From an optimization exercise on the open Yosys and OpenROAD flow, aimed at small area; shortcuts taken in it are not production practice.
Only simulation tests tie the RTL to the original design; equivalence was not proved.

==> job 7120: inputs <==
==> flow/design.v (excerpt) <==
module evman_alu (
    input  wire        clk,
    input  wire        rst,
    input  wire [63:0] alu_o,
    input  wire [1:0]  trig,
    input  wire [9:0]  code,
    input  wire [63:0] t,
    input  wire [1:0]  sat,
    output wire [63:0] res,
    output wire [1:0]  ov
);
export LEC_CHECK = 0
export CAP_MARGIN = 10
export CORE_MARGIN = 2
export CORE_UTILIZATION = 45
export CTS_BUF_LIST = sky130_fd_sc_hd__clkbuf_4
export GPL_TIMING_DRIVEN = 1
export MIN_ROUTING_LAYER = met2
export PLACE_DENSITY = 0.7
export SLEW_MARGIN = 10
create_clock -name core_clock -period 8.0 [get_ports {clk}]
standard.sh (not shown) runs the stock make flow with config.mk's settings and CLKGATE_MAP_FILE= SYNTH_SCRIPT=/design/flow/synth_recipe.tcl, a recipe that flattens the netlist after the stock synthesis.
==> flow/flow/run.sh <==
#!/bin/bash
# Own layout flow: the standard synthesis, its combinational logic re-mapped for area by
# Yosys/ABC (remap.tcl, registers untouched), then the standard ORFS layout with the
# smallest buffer cell on the ports. Each step's output goes to its own log here.
set -euo pipefail
W=$PWD
RES=$W/orfs/results/$FLOW_PLATFORM/evman_alu/base
python3 flow/filter_lib.py "$FLOW_HOME/platforms/$FLOW_PLATFORM/lib/sky130_fd_sc_hd__tt_025C_1v80.lib" \
    "$W/remap.lib" "sky130_fd_sc_hd__probe_p_8 sky130_fd_sc_hd__probec_p_8 sky130_fd_sc_hd__lpflow_*" \
    > filter_lib.log 2>&1
bash standard.sh synth > synth.log 2>&1
cp $RES/1_2_yosys.v $W/standard_synth.v
printf 'set_driving_cell sky130_fd_sc_hd__buf_1\nset_load 5\n' > $W/remap.constr
REMAP_LIB=$W/remap.lib REMAP_IN=$W/standard_synth.v REMAP_TOP=$FLOW_TOP REMAP_ABC=$W/flow/remap.abc \
    REMAP_CONSTR=$W/remap.constr REMAP_OUT=$W/remapped.v \
    yosys -c flow/remap.tcl > remap.log 2>&1
cp $W/remapped.v $RES/1_2_yosys.v
bash standard.sh synth > synth_odb.log 2>&1
bash standard.sh "BUFFER_PORTS_ARGS=-buffer_cell sky130_fd_sc_hd__buf_1" GPL_KEEP_OVERFLOW=0 finish > layout.log 2>&1
==> flow/flow/filter_lib.py <==
#!/usr/bin/env python3
"""Copy a liberty file without the cells whose names match the given glob patterns
(the platform's don't-use list), so ABC inside OpenROAD's restructure cannot pick them."""
import fnmatch, re, sys

src, dst, pats = sys.argv[1], sys.argv[2], sys.argv[3].split()
text = open(src).read()
out = []
pos = 0
for m in re.finditer(r'\n(\s*)cell\s*\(\s*"?([\w$]+)"?\s*\)\s*\{', text):
    if m.start() < pos:
        continue
    name = m.group(2)
    if not any(fnmatch.fnmatch(name, p) for p in pats):
        continue
    # find the matching closing brace
    depth, i = 0, m.end() - 1
    while True:
        c = text[i]
        if c == '{':
            depth += 1
        elif c == '}':
            depth -= 1
            if depth == 0:
                break
        i += 1
    out.append(text[pos:m.start()])
    pos = i + 1
out.append(text[pos:])
open(dst, 'w').write(''.join(out))
==> flow/flow/remap.abc <==
strash
dch -f
amap
strash
dch -f
amap
strash
dch -f
amap
topo
stime -p
upsize -D 5000
dnsize -D 5000
==> flow/flow/remap.tcl <==
# Yosys: re-map the combinational logic of the standard synthesis for area. The flip-flops
# (and so the register names and cell types) are kept as they are; every other cell is
# expanded into its library function and mapped again by ABC with remap.abc.
yosys read_liberty -ignore_miss_func $::env(REMAP_LIB)
yosys read_verilog $::env(REMAP_IN)
yosys hierarchy -top $::env(REMAP_TOP)
yosys setattr -mod -set keep_hierarchy 1 sky130_fd_sc_hd__df* sky130_fd_sc_hd__edf* sky130_fd_sc_hd__sdf* sky130_fd_sc_hd__dl*
yosys flatten
yosys opt_clean
yosys abc -liberty $::env(REMAP_LIB) -script $::env(REMAP_ABC) -constr $::env(REMAP_CONSTR)
yosys opt_clean -purge
yosys hilomap -singleton -hicell sky130_fd_sc_hd__conb_1 HI -locell sky130_fd_sc_hd__conb_1 LO
yosys splitnets
yosys opt_clean -purge
yosys delete sky130_fd_sc_hd__*
yosys read_liberty -lib $::env(REMAP_LIB)
yosys stat -liberty $::env(REMAP_LIB)
yosys write_verilog -noattr -nohex -nodec $::env(REMAP_OUT)
==> inputs of job 7750, as changes to job 7120 <==
--- a/flow/design.v
+++ b/flow/design.v
@@ -51,11 +51,11 @@
     wire inv   = cin | c_not | c_andn;
     wire [31:0] a = o & {32{use_o}};
     wire [31:0] b = t ^ {32{inv}};
     wire [31:0] p = a ^ b;
     wire [31:0] h = a & b;
-    wire [31:0] g = h & {32{~c_xor}};     
+    wire [31:0] g = h & {32{~(c_xor | c_or)}};     
     reg [31:0] gg, pp, gn, pn;
     reg        g15;                       
     always @(*) begin
         gg = g;
         pp = p;
@@ -126,11 +126,11 @@
     wire mis = o[31] ? ~&(o[30:0] | ~top) : |(o[30:0] & top);
     wire nz  = |o;
     wire sls_ov = c_sls & (mis | (t_big & nz));
     assign f_sls = sat & sls_ov;
     wire x5 = ((c_shl | c_sls) & t_big) | (c_rsh & ~t_big & (k == 5'd0)) |
-              (c_ext & ext_full & (pe == 5'd0)) | c_or | sel_o;
+              (c_ext & ext_full & (pe == 5'd0)) | sel_o;
     wire minv = c_left;
     wire [31:0] mask = ({32{x5}} | lt_x) ^ {32{minv}};
     wire fill = c_sar & o[31] & go;
     wire [31:0] sh = (rot & mask) | ({32{fill}} & ~mask);
     wire [15:0] z1, c1;
@@ -167,14 +167,14 @@
     wire sv31 = sgn;
     wire sv16 = ~sgn;                                    
     wire sv15 = c_pair ? lo17 : ~sgn;
     wire sv0  = c_pair ? ~lo17 : ~sgn;                   
     wire [31:0] satv = {f_hi & sv31, {15{f_hi & sv16}}, f_lo & sv15, {15{f_lo & sv0}}} & {32{go}};
-    wire kS_hi = go & (c_arith | c_xor | c_pass | c_not) & ~f_hi;
-    wire kS_lo = go & (c_arith | c_xor | c_pass | c_not) & ~f_lo;
-    wire kH = go & (c_and | c_andn);
-    wire kT = go & (c_or | sel_t);
+    wire kS_hi = go & (c_arith | c_xor | c_or | c_pass | c_not) & ~f_hi;
+    wire kS_lo = go & (c_arith | c_xor | c_or | c_pass | c_not) & ~f_lo;
+    wire kH = go & (c_and | c_andn | c_or);
+    wire kT = go & sel_t;
     wire kB = go & c_bsw;
     wire [31:0] bsw = {t[7:0], t[15:8], t[23:16], t[31:24]};
     wire [31:0] r = (s & {{16{kS_hi}}, {16{kS_lo}}}) | (h & {32{kH}}) | sh |
                     (t & {32{kT}}) | (bsw & {32{kB}}) | (res & {32{hold}}) | satv |
                     {26'd0, clz_r & {6{go & c_clz}}} | {31'd0, go & cmp_r};
- CORE_UTILIZATION: 45 -> 42
- CTS_BUF_LIST: sky130_fd_sc_hd__clkbuf_4 -> not set
- MIN_ROUTING_LAYER: met2 -> not set
- PLACE_DENSITY: 0.7 -> 0.65
- SETUP_SLACK_MARGIN: not set -> 0.35
==> inputs of job 2612, as changes to job 7120 <==
--- a/flow/design.v
+++ b/flow/design.v
@@ -52,32 +52,33 @@
     wire [31:0] a = o & {32{use_o}};
     wire [31:0] b = t ^ {32{inv}};
     wire [31:0] p = a ^ b;
     wire [31:0] h = a & b;
     wire [31:0] g = h & {32{~c_xor}};     
-    reg [31:0] gg, pp, gn, pn;
+    reg [31:0] gg, pp;
     reg        g15;                       
     always @(*) begin
         gg = g;
         pp = p;
         gg[0] = g[0] | (p[0] & cin);
-        g15 = 1'b0;
-        for (l = 0; l < 5; l = l + 1) begin
-            gn = gg;
-            pn = pp;
+        for (l = 1; l <= 5; l = l + 1) begin
             for (i = 0; i < 32; i = i + 1)
-                if ((i >> l) & 1) begin
-                    gn[i] = gg[i] | (pp[i] & gg[((i >> l) << l) - 1]);
-                    pn[i] = pp[i] & pp[((i >> l) << l) - 1];
+                if (((i + 1) % (1 << l)) == 0) begin
+                    gg[i] = gg[i] | (pp[i] & gg[i - (1 << (l - 1))]);
+                    pp[i] = pp[i] & pp[i - (1 << (l - 1))];
                 end
-            gg = gn;
-            pp = pn;
-            if (l == 3) begin
+            if (l == 4) begin
                 g15    = gg[15];
                 gg[15] = c_pair ? cin : gg[15];
             end
         end
+        for (l = 4; l >= 1; l = l - 1)
+            for (i = 0; i < 32; i = i + 1)
+                if (((i + 1) % (1 << l)) == (1 << (l - 1)) && i >= (1 << l)) begin
+                    gg[i] = gg[i] | (pp[i] & gg[i - (1 << (l - 1))]);
+                    pp[i] = pp[i] & pp[i - (1 << (l - 1))];
+                end
     end
     wire [31:0] c   = {gg[30:0], cin};
     wire        c32 = gg[31];
     wire [31:0] s   = p ^ c;
     wire s32  = p[31] ^ c32;              
@@ -95,14 +96,12 @@
     wire c_left = c_shl | c_sls | c_rol;
     wire c_rsh  = c_shr | c_sar;
     wire [4:0] nk = 5'd0 - k;
     wire [4:0] np = 5'd0 - pe;
     wire [4:0] amt = c_left ? k : c_rsh ? nk : c_ext ? np : 5'd0;
-    wire f_sls;
-    wire go4 = go & ~f_sls;
-    wire [4:0] as = amt & {go4, go, go, go, go};
-    wire [4:0] an = ~amt & {go4, go, go, go, go};
+    wire [4:0] as = amt & {5{go}};
+    wire [4:0] an = ~amt & {5{go}};
     wire [31:0] r0 = ({o[30:0], o[31]} & {32{as[0]}}) | (o & {32{an[0]}});
     wire [31:0] r1 = ({r0[29:0], r0[31:30]} & {32{as[1]}}) | (r0 & {32{an[1]}});
     wire [31:0] r2 = ({r1[27:0], r1[31:28]} & {32{as[2]}}) | (r1 & {32{an[2]}});
     wire [31:0] r3 = ({r2[23:0], r2[31:24]} & {32{as[3]}}) | (r2 & {32{an[3]}});
     wire [31:0] rot = ({r3[15:0], r3[31:16]} & {32{as[4]}}) | (r3 & {32{an[4]}});
@@ -117,52 +116,31 @@
     end
     reg [31:0] lt_x;
     always @(*)
         for (i = 0; i < 32; i = i + 1)
             lt_x[i] = i < xl;
+    wire [30:0] xo = o[30:0] ^ {31{o[31]}};
     reg  [30:0] top;
     always @(*)
         for (i = 0; i < 31; i = i + 1)
             top[i] = lt_x[30 - i];
-    wire mis = o[31] ? ~&(o[30:0] | ~top) : |(o[30:0] & top);
+    wire mis = |(xo & top);
     wire nz  = |o;
     wire sls_ov = c_sls & (mis | (t_big & nz));
-    assign f_sls = sat & sls_ov;
-    wire x5 = ((c_shl | c_sls) & t_big) | (c_rsh & ~t_big & (k == 5'd0)) |
+    wire f_sls = sat & sls_ov;
+    wire x5 = ((c_shl | c_sls) & t_big) | f_sls | (c_rsh & ~t_big & (k == 5'd0)) |
               (c_ext & ext_full & (pe == 5'd0)) | c_or | sel_o;
     wire minv = c_left;
     wire [31:0] mask = ({32{x5}} | lt_x) ^ {32{minv}};
     wire fill = c_sar & o[31] & go;
     wire [31:0] sh = (rot & mask) | ({32{fill}} & ~mask);
-    wire [15:0] z1, c1;
-    wire [7:0]  z2;
-    wire [15:0] c2;
-    wire [3:0]  z3;
-    wire [11:0] c3;
-    wire [1:0]  z4;
-    wire [7:0]  c4;
-    genvar j;
-    generate
-        for (j = 0; j < 16; j = j + 1) begin : cz1
-            assign z1[j] = ~(t[2*j+1] | t[2*j]);
-            assign c1[j] = ~t[2*j+1];
-        end
-        for (j = 0; j < 8; j = j + 1) begin : cz2
-            assign z2[j] = z1[2*j+1] & z1[2*j];
-            assign c2[2*j+1:2*j] = z1[2*j+1] ? {1'b1, c1[2*j]} : {1'b0, c1[2*j+1]};
-        end
-        for (j = 0; j < 4; j = j + 1) begin : cz3
-            assign z3[j] = z2[2*j+1] & z2[2*j];
-            assign c3[3*j+2:3*j] = z2[2*j+1] ? {1'b1, c2[4*j+1:4*j]} : {1'b0, c2[4*j+3:4*j+2]};
-        end
-        for (j = 0; j < 2; j = j + 1) begin : cz4
-            assign z4[j] = z3[2*j+1] & z3[2*j];
-            assign c4[4*j+3:4*j] = z3[2*j+1] ? {1'b1, c3[6*j+2:6*j]} : {1'b0, c3[6*j+5:6*j+3]};
-        end
-    endgenerate
-    wire [4:0] c5 = z4[1] ? {1'b1, c4[3:0]} : {1'b0, c4[7:4]};
-    wire [5:0] clz_r = (z4[1] & z4[0]) ? 6'd32 : {1'b0, c5};
+    reg [5:0] clz_r;
+    always @(*) begin
+        clz_r = 6'd32;
+        for (i = 0; i < 32; i = i + 1)
+            if (t[i]) clz_r = 6'd31 - i[5:0];
+    end
     wire f_hi = sat & ((c_arith & ov32) | sls_ov);
     wire f_lo = sat & (c_pair ? ovlo : ((c_ar32 & ov32) | sls_ov));
     wire sgn  = c_sls ? o[31] : s32;
     wire sv31 = sgn;
     wire sv16 = ~sgn;                                    
==> flow/run.sh (new file) <==
#!/bin/bash
# synth_recipe.tcl (not shown) runs the flow's synth.tcl, then flattens the netlist and writes it again
# the make line also repeats each setting of config.mk as NAME=value (left out here)
make -C /OpenROAD-flow-scripts/flow DESIGN_CONFIG=/design/flow/config.mk WORK_HOME=/design/flow/orfs CLKGATE_MAP_FILE= SYNTH_SCRIPT=/design/flow/synth_recipe.tcl finish
- CAP_MARGIN: 10 -> 20
- CORE_UTILIZATION: 45 -> 40
- CTS_BUF_LIST: sky130_fd_sc_hd__clkbuf_4 -> not set
- GPL_TIMING_DRIVEN: 1 -> not set
- MIN_ROUTING_LAYER: met2 -> not set
- PLACE_DENSITY: 0.7 -> 0.6
- SLEW_MARGIN: 10 -> 20
removed: flow/flow/run.sh
removed: flow/flow/filter_lib.py
removed: flow/flow/remap.abc
removed: flow/flow/remap.tcl
removed: flow/standard.sh
==> results_dict.tcl <==
set metrics [dict create \
    status "finished clean" \
    rows 76 \
    placed_cell_area_um2 21000 \
    grtUsageMet1 0.455 \
    use_met3 0.0902 \
    grt_pass1_wl_um 145000 \
    dp_cells 3224 \
    syn_inst 2480 \
    place_worst_setup_slack_ns 0.171 \
    gp_congestion 1.05 \
    cts_setup_buffers 0 \
    syn_area_per_cell_um2 7.11 \
    grt_max_degree 43 \
    root_buffer "clkbuf_16" \
    dp_hpwl_um 76700 \
    grt-busiest-layer "met2" \
    grt_remaining_overflow 0 \
    grt_usage 0.419 \
]
[end of results for job 2612]
==> results_dict.tcl <==
set metrics [dict create \
    status "aborted with a tool error" \
    grtUsageMet1 0 \
    grt_usage 0.912 \
    placed_cell_area_um2 16100 \
    grt_pass1_wl_um 155000 \
    root_buffer "clkbuf_4" \
    tool.error "[ERROR GRT-0116] Global routing finished with congestion. Check the congestion regions in the DRC Viewer." \
    haltStage "global routing (5_1_grt)" \
    syn_area_per_cell_um2 5.83 \
    cts_setup_buffers 10 \
    syn_inst 2461 \
    rows 65 \
]
[end of results for job 7120]
==> results_dict.tcl <==
set metrics [dict create \
    dp_hpwl_um 72600 \
    cts-buffers-inserted 9 \
    cts_setup_buffers 10 \
    place_worst_setup_slack_ns -1.96 \
    placed_cell_area_um2 16000 \
    root_buffer "clkbuf_16" \
    syn_inst 2448 \
    grt-busiest-layer "met2" \
    syn_area_per_cell_um2 5.84 \
    grt_remaining_overflow 0 \
    dp_cells 3124 \
    gp_congestion 1.19 \
    use_met3 0.165 \
    wirelength_um 95800 \
    grt_max_degree 37 \
    path_common_cell "nor2_1" \
    grt_pass1_wl_um 139000 \
    grt_usage 0.518 \
    status "finished clean" \
    die_area_um2 35500 \
    die_w_um 188 \
]
[end of results for job 7750]

## afterwards: timing with drivers on the ports
The flow's constraints put no driver on any port. The routed layouts listed below were extracted and timed again, unchanged, in two steps.
Step 1 (the two cells are an assumption about what drives the block):
set clk [get_ports {clk}]
set_driving_cell -lib_cell sky130_fd_sc_hd__clkbuf_16 $clk
set_driving_cell -lib_cell sky130_fd_sc_hd__buf_2 [delete_from_list [all_inputs] $clk]
Step 2 adds t to the input delays and takes it off the output delays; t is the mean of the earliest and latest rising clock arrival at the registers after step 1. Input paths then give back, and output paths get back, about the clock's delay inside the block.
Slacks: ideal / step 1 / step 2; pairs: ideal / step 1.
run	t, ns	setup slack, ns	slew at the worst register clock pin (ns)	worst data-port slew with drivers (ns)	pins driven straight from the clock port
job 7750	0.415	0.288 / 0.301 / -0.114	0.07 / 0.07	0.05	1
job 2612	0.402	0.413 / 0.438 / 0.036	0.07 / 0.07	0.06	1
Met with ideal ports but missed after step 2: setup timing in job 7750. The setup slack of job 7750, which loses most, moves by +0.013 ns with the drivers and by -0.402 ns with both steps.
